Background: an optimization exercise with open tools, aiming at small area, a short achievable clock period and few clock cycles. Do not read the settings as production practice.

Setup of exp/cedar:
// aes_core
module aes_core (
    input  wire         clk,
    input  wire         rst,
    input  wire         in_valid,
    output reg          in_ready,
    input  wire         in_aes256,
    input  wire [255:0] in_key,
    input  wire [127:0] in_block,
    output reg          out_valid,
    output reg  [127:0] out_block
);
    reg  [4:0]   t;                 
    reg  [3:0]   w;                 
    reg          m256;              
    reg          vb;                
    reg          lda;               
    reg          lds;               
    reg  [15:0]  eq16;              
    reg          eqv;               
    reg  [127:0] s0;                
    reg  [191:0] s1;                
    reg  [127:0] kp, kq;
    reg  [47:0]  ks;                
    wire [4:0] t_fin = m256 ? 5'd28 : 5'd20;               
    wire [4:0] t_end = vb ? t_fin + 5'd1 : t_fin;
    wire       done  = t == t_end;                        
    wire [127:0] x = s0 ^ kp;
    wire [191:0] s1_d;
    genvar g;
    generate
        for (g = 0; g < 16; g = g + 1) begin : g_s1
            wire [11:0] p;
            sbox_a u_a (.x(x[127-8*g -: 8]), .y(p));
            sbox_i u_i (.x(p), .y(s1_d[191-12*g -: 12]));
        end
    endgenerate
    wire [47:0] ks_d;
    generate
        for (g = 0; g < 4; g = g + 1) begin : g_k1
            wire [11:0] p;
            sbox_a u_a (.x(kp[31-8*g -: 8]), .y(p));
            sbox_i u_i (.x(p), .y(ks_d[47-12*g -: 12]));
        end
    endgenerate
    wire [127:0] sb;
    generate
        for (g = 0; g < 16; g = g + 1) begin : g_s2
            wire [7:0] q;
            sbox_m u_m (.x(s1[191-12*g -: 12]), .y(q));
            sbox_c u_c (.x(q), .y(sb[127-8*g -: 8]));
        end
    endgenerate
    wire [127:0] shifted;
    generate
        for (g = 0; g < 16; g = g + 1) begin : g_shift
            localparam integer R = g % 4;
            localparam integer C = g / 4;
            localparam integer SRC = R + 4 * ((C + R) % 4);
            assign shifted[127-8*g -: 8] = sb[127-8*SRC -: 8];
        end
    endgenerate
    function automatic [7:0] xtime(input [7:0] v);
        xtime = {v[6:0], 1'b0} ^ (v[7] ? 8'h1B : 8'h00);
    endfunction
    wire [127:0] mixed;
    generate
        for (g = 0; g < 4; g = g + 1) begin : g_mix
            wire [7:0] a0 = shifted[127-32*g -: 8];
  ...
Size: ~7400 cells after synthesis, about 780 flip-flops, ~520 I/O pins, roughly 66000 sq um of cells after synthesis.
Settings: LEC_CHECK=0, CAP_MARGIN=30, CORE_MARGIN=2, CORE_UTILIZATION=55, CTS_CLUSTER_DIAMETER=100, CTS_CLUSTER_SIZE=20, SLEW_MARGIN=30, TNS_END_PERCENT=10; clock period 11.5 ns.
standard.sh (not shown) runs the stock make flow with config.mk's settings and CLKGATE_MAP_FILE= SYNTH_SCRIPT=/design/flow/synth_recipe.tcl, a recipe that flattens the netlist after the stock synthesis.
==> flow/flow/run.sh <==
#!/bin/bash
# The standard layout (standard synthesis unchanged), with two changes to how
# it is made: repair_timing aims for 8.35 ns of setup slack beyond the
# constraint, and the port buffers are buf_2 cells.
bash standard.sh finish SETUP_SLACK_MARGIN=8.35 \
  "BUFFER_PORTS_ARGS=-buffer_cell sky130_fd_sc_hd__buf_2" > standard.log 2>&1
Here is what was changed in the inputs of exp/maple compared with exp/cedar.
==> flow/flow/run.sh <==
#!/bin/bash
# Layout flow: the standard flow with three changes to how the layout is
# made (the design, constraints and checks are unchanged):
#  - synthesis is the standard flow's own synthesis script, except that ABC maps the
#    logic with flow/abc.script (area-oriented mapping, no buffering or
#    sizing: the placer's repair does that with real wire loads). Registers
#    are mapped before ABC runs, so they are the standard synthesis's.
#  - repair_timing aims for 7.6 ns of setup slack beyond the constraint;
#  - the port buffers are buf_2 cells.
set -e
here=$PWD
{
  echo 'proc abc {args} {'
  echo '  set i [lsearch -exact $args -script]'
  echo "  if {\$i >= 0} { lset args [expr {\$i + 1}] $here/flow/abc.script }"
  echo '  yosys abc {*}$args'
  echo '}'
  cat synth_recipe.tcl
} > my_synth.tcl
args=(SYNTH_SCRIPT=$here/my_synth.tcl SETUP_SLACK_MARGIN=7.6
      "BUFFER_PORTS_ARGS=-buffer_cell sky130_fd_sc_hd__buf_2")
bash standard.sh synth "${args[@]}" > synth.log 2>&1
bash standard.sh finish "${args[@]}" > standard.log 2>&1
==> flow/flow/abc.script (new file) <==
&get -n
&st
&synch2
&dch
&nf -R 1000
&put
[summary]
exp/maple | status: complete | timing, DRC, antenna: pass. Synthesized cell count down 948 in exp/maple wrt exp/cedar. Relative to exp/cedar, exp/maple improves design area. Diff exp/cedar and exp/maple: top achievable clock speed higher in exp/cedar. Number of cells on the critical path, exp/cedar and exp/maple: smaller value in exp/maple. Compared with exp/cedar, exp/maple shows global router's overall resource usage lower by 6.0 points.
The following lists how exp/pepper was set up differently from exp/maple:
-- flow/flow/run.sh --
<<< exp/maple, line 6
#    sizing: the placer's repair does that with real wire loads). Registers
#    are mapped before ABC runs, so they are the standard synthesis's.
#  - repair_timing aims for 7.6 ns of setup slack beyond the constraint;
#  - the port buffers are buf_2 cells.
set -e
>>> exp/pepper, line 6
#    sizing: the placer's repair does that with real wire loads). Registers
#    are mapped before ABC runs, so they are the standard synthesis's.
#  - repair_timing aims for 8.35 ns of setup slack beyond the constraint;
#  - the port buffers are buf_2 cells.
set -e
<<< exp/maple, line 18
  cat synth_recipe.tcl
} > my_synth.tcl
args=(SYNTH_SCRIPT=$here/my_synth.tcl SETUP_SLACK_MARGIN=7.6
      "BUFFER_PORTS_ARGS=-buffer_cell sky130_fd_sc_hd__buf_2")
bash standard.sh synth "${args[@]}" > synth.log 2>&1
>>> exp/pepper, line 18
  cat synth_recipe.tcl
} > my_synth.tcl
args=(SYNTH_SCRIPT=$here/my_synth.tcl SETUP_SLACK_MARGIN=8.35
      "BUFFER_PORTS_ARGS=-buffer_cell sky130_fd_sc_hd__buf_2")
bash standard.sh synth "${args[@]}" > synth.log 2>&1
[summary]
Cell count | exp/pepper above exp/maple. Compared with exp/maple, placement density in the core of exp/pepper is higher. Taking exp/maple as the reference, in exp/pepper global routing met3 resource utilization shows an increase of 1.1 points; sequential cell area went up by 250 sq um; total length of routed met3 wires went up 27%.
No functional check of the RTL was part of any run of this note.

## static timing again, ports no longer ideal
No port has a modelled driver above. Below, the same layouts with a new extraction and two added sets of constraints.
Step 1 assumes that a clkbuf_16 drives the clock port and a buf_2 every other input.
Step 2 moves the port delays by t, midway between the first and last clock arrival at a register: inputs arrive t later, outputs are due t later. That takes back most of the time a late clock gives input paths.
Slacks: ideal ports / drivers / drivers and shift; pairs: ideal ports / drivers.
run	t (ns)	slack for setup (ns)	clock arrival spread, ns
exp/cedar	0.786	7.595 / 7.595 / 7.595	0.032 / 0.033
exp/maple	0.747	7.390 / 7.390 / 7.390	0.036 / 0.036
exp/pepper	0.758	7.868 / 7.868 / 7.624	0.029 / 0.029
After both steps every run listed still meets setup and hold. For exp/pepper, which loses most, drivers alone change the setup slack by 0.000 ns; drivers and shift together by -0.244 ns.
